Source: an optimization exercise on an open RTL-to-GDS flow (aim: small area and a short achievable clock period). Production flows keep margins and buffers that such runs may drop.
In this exercise RTL edits were held to simulation tests only and were not proved equivalent to the original.

==> flow/design.v (excerpt) <==
module s4_modulate (
    input  wire        clk,
    input  wire        rst,
    input  wire        in_valid,
    input  wire        rail,       
    input  wire        cmode,      
    input  wire        lead,       
    input  wire [31:0] v,          
    input  wire [31:0] rvin,       
    input  wire [31:0] icmd,       
    input  wire [31:0] isamp,      
    input  wire [31:0] kc,         
    input  wire [31:0] dmin,       
    input  wire [31:0] dmax,       
    input  wire [31:0] dmid,       
    input  wire [17:0] lper,       
    input  wire [11:0] tonmin,     
    input  wire [11:0] toffmin,    
    output reg         out_valid,
    output reg  [26:0] on_word,    
    output reg  [26:0] off_word,   
    output reg  [27:0] ton,        
    output reg         skip        
);
    reg        s0_valid, s0_cmode, s0_lead;
    reg [31:0] s0_fa, s0_fb;                
    reg [31:0] s0_icmd, s0_isamp, s0_kc, s0_dmin, s0_dmax;
    reg [17:0] s0_lper;
    reg [11:0] s0_tonmin, s0_toffmin;
    always @(posedge clk) begin
        if (rst) s0_valid <= 1'b0;
        else     s0_valid <= in_valid;
        s0_cmode   <= cmode;
        s0_lead    <= lead;
        s0_fa      <= rail ? v : dmid;
        s0_fb      <= rail ? rvin : 32'h0200_0000;
        s0_icmd    <= icmd;
        s0_isamp   <= isamp;
        s0_kc      <= kc;
        s0_dmin    <= dmin;
        s0_dmax    <= dmax;
        s0_lper    <= lper;
        s0_tonmin  <= tonmin;
        s0_toffmin <= toffmin;
    end
    wire bf_one0 = s0_fb[0] ^ 1'b0;
    wire bf_two0 = (s0_fb[1] & ~s0_fb[0] & ~1'b0) | (~s0_fb[1] & s0_fb[0] & 1'b0);
    wire bf_neg0 = s0_fb[1];
    wire [32:0] bf_pp0;
  ...
Size: ~10000 cells after synthesis, roughly 1100 flip-flops, about 390 I/O pins, ~94000 um2 of cells after synthesis.
==> flow/config.mk <==
export PLATFORM = sky130hd
export DESIGN_NAME = s4_modulate
export DESIGN_NICKNAME = s4_modulate
export VERILOG_FILES = /design/flow/design.v
export SDC_FILE = /design/flow/constraint.sdc
export NUM_CORES = 4
export LEC_CHECK = 0
export ABC_AREA = 1
export CAP_MARGIN = 20
export CORE_MARGIN = 2
export CORE_UTILIZATION = 65
export CTS_CLUSTER_DIAMETER = 80
export CTS_CLUSTER_SIZE = 24
export PLACE_DENSITY = 0.75
export SLEW_MARGIN = 50
export SYNTH_HIERARCHICAL = 1
export SYNTH_MINIMUM_KEEP_SIZE = 0
==> flow/constraint.sdc <==
create_clock -name core_clock -period 25.0 [get_ports {clk}]
set_input_delay 5.0000 -clock core_clock [delete_from_list [all_inputs] [get_ports {clk}]]
set_output_delay 5.0000 -clock core_clock [all_outputs]
set_load 0.01 [all_outputs]
standard.sh (not shown) runs the stock make flow with config.mk's settings and CLKGATE_MAP_FILE= SYNTH_SCRIPT=/design/flow/synth_recipe.tcl, a recipe that flattens the netlist after the stock synthesis.
==> flow/flow/run.sh <==
#!/bin/bash
# The standard layout (standard.sh, the design's clock period and
# constraints), except that the port buffers are plain sky130_fd_sc_hd__buf_2
# cells instead of the delay buffers buffer_ports picks by itself.
# Each step's full output goes to its own log file here; ORFS also keeps its
# per-step logs under orfs/logs/.
set -euo pipefail
export BUFFER_PORTS_ARGS="-buffer_cell sky130_fd_sc_hd__buf_2"
for step in synth floorplan place cts route finish; do
    bash standard.sh "$step" > "flow_${step}.log" 2>&1
done
Then changed:
- CORE_UTILIZATION: 65 -> 60
- CTS_CLUSTER_DIAMETER: 80 -> unset
- CTS_CLUSTER_SIZE: 24 -> unset
- PLACE_DENSITY: 0.75 -> 0.7
After rerunning: Final area goes up by 2.0%. Core utilization goes down by 4.2 points. Non-clock buffer count goes down by 9. Worst setup slack gets worse by 0.067 ns. Global-route usage goes down by 3.5 points.
Then changed:
- CORE_UTILIZATION: 60 -> 68
- CTS_CLUSTER_DIAMETER: unset -> 80
- CTS_CLUSTER_SIZE: unset -> 24
- PLACE_DENSITY: 0.7 -> 0.78
After rerunning: The changed run went through all stages and came out clean; die area fell by roughly a tenth; cell count fell by a few percent; clock-buffer cell count fell by 72; core utilization rose by 7.4 points.
Then changed:
- CORE_UTILIZATION: 68 -> 60
- PLACE_DENSITY: 0.78 -> 0.7
Result:
- maximum frequency is about the same
- non-clock buffer count shrinks by 14
- synthesized cell count does not change
- setup slack got worse by 0.011 ns
- cell area hardly moves
- global-route usage went down by 4.7 points
- final cell count went up by 2.1%
- area after synthesis does not change

==> afterwards: timing with drivers on the ports <==
No port has a modelled driver above. Below, the same layouts with a new extraction and two added sets of constraints.
Step 1 (the two cells are an assumption about what drives the block):
set clk [get_ports {clk}]
set_driving_cell -lib_cell sky130_fd_sc_hd__clkbuf_16 $clk
set_driving_cell -lib_cell sky130_fd_sc_hd__buf_2 [delete_from_list [all_inputs] $clk]
Step 2, shift: input delay + t, output delay - t, t = (earliest + latest rising clock arrival at the registers) / 2. This alone moves slack from input paths to output paths.
a / b / c = no drivers / after step 1 / after step 2; a / b = the first two.
run	t, ns	slack for setup (ns)	worst slew at a driven data input, ns
the first run	0.803	18.765 / 18.682 / 18.866	0.07
the second run	0.869	18.698 / 18.611 / 18.816	0.06
the third run	0.810	18.759 / 18.674 / 18.923	0.07
the fourth run	0.831	18.748 / 18.660 / 18.885	0.06
After both steps every run listed still meets setup and hold.
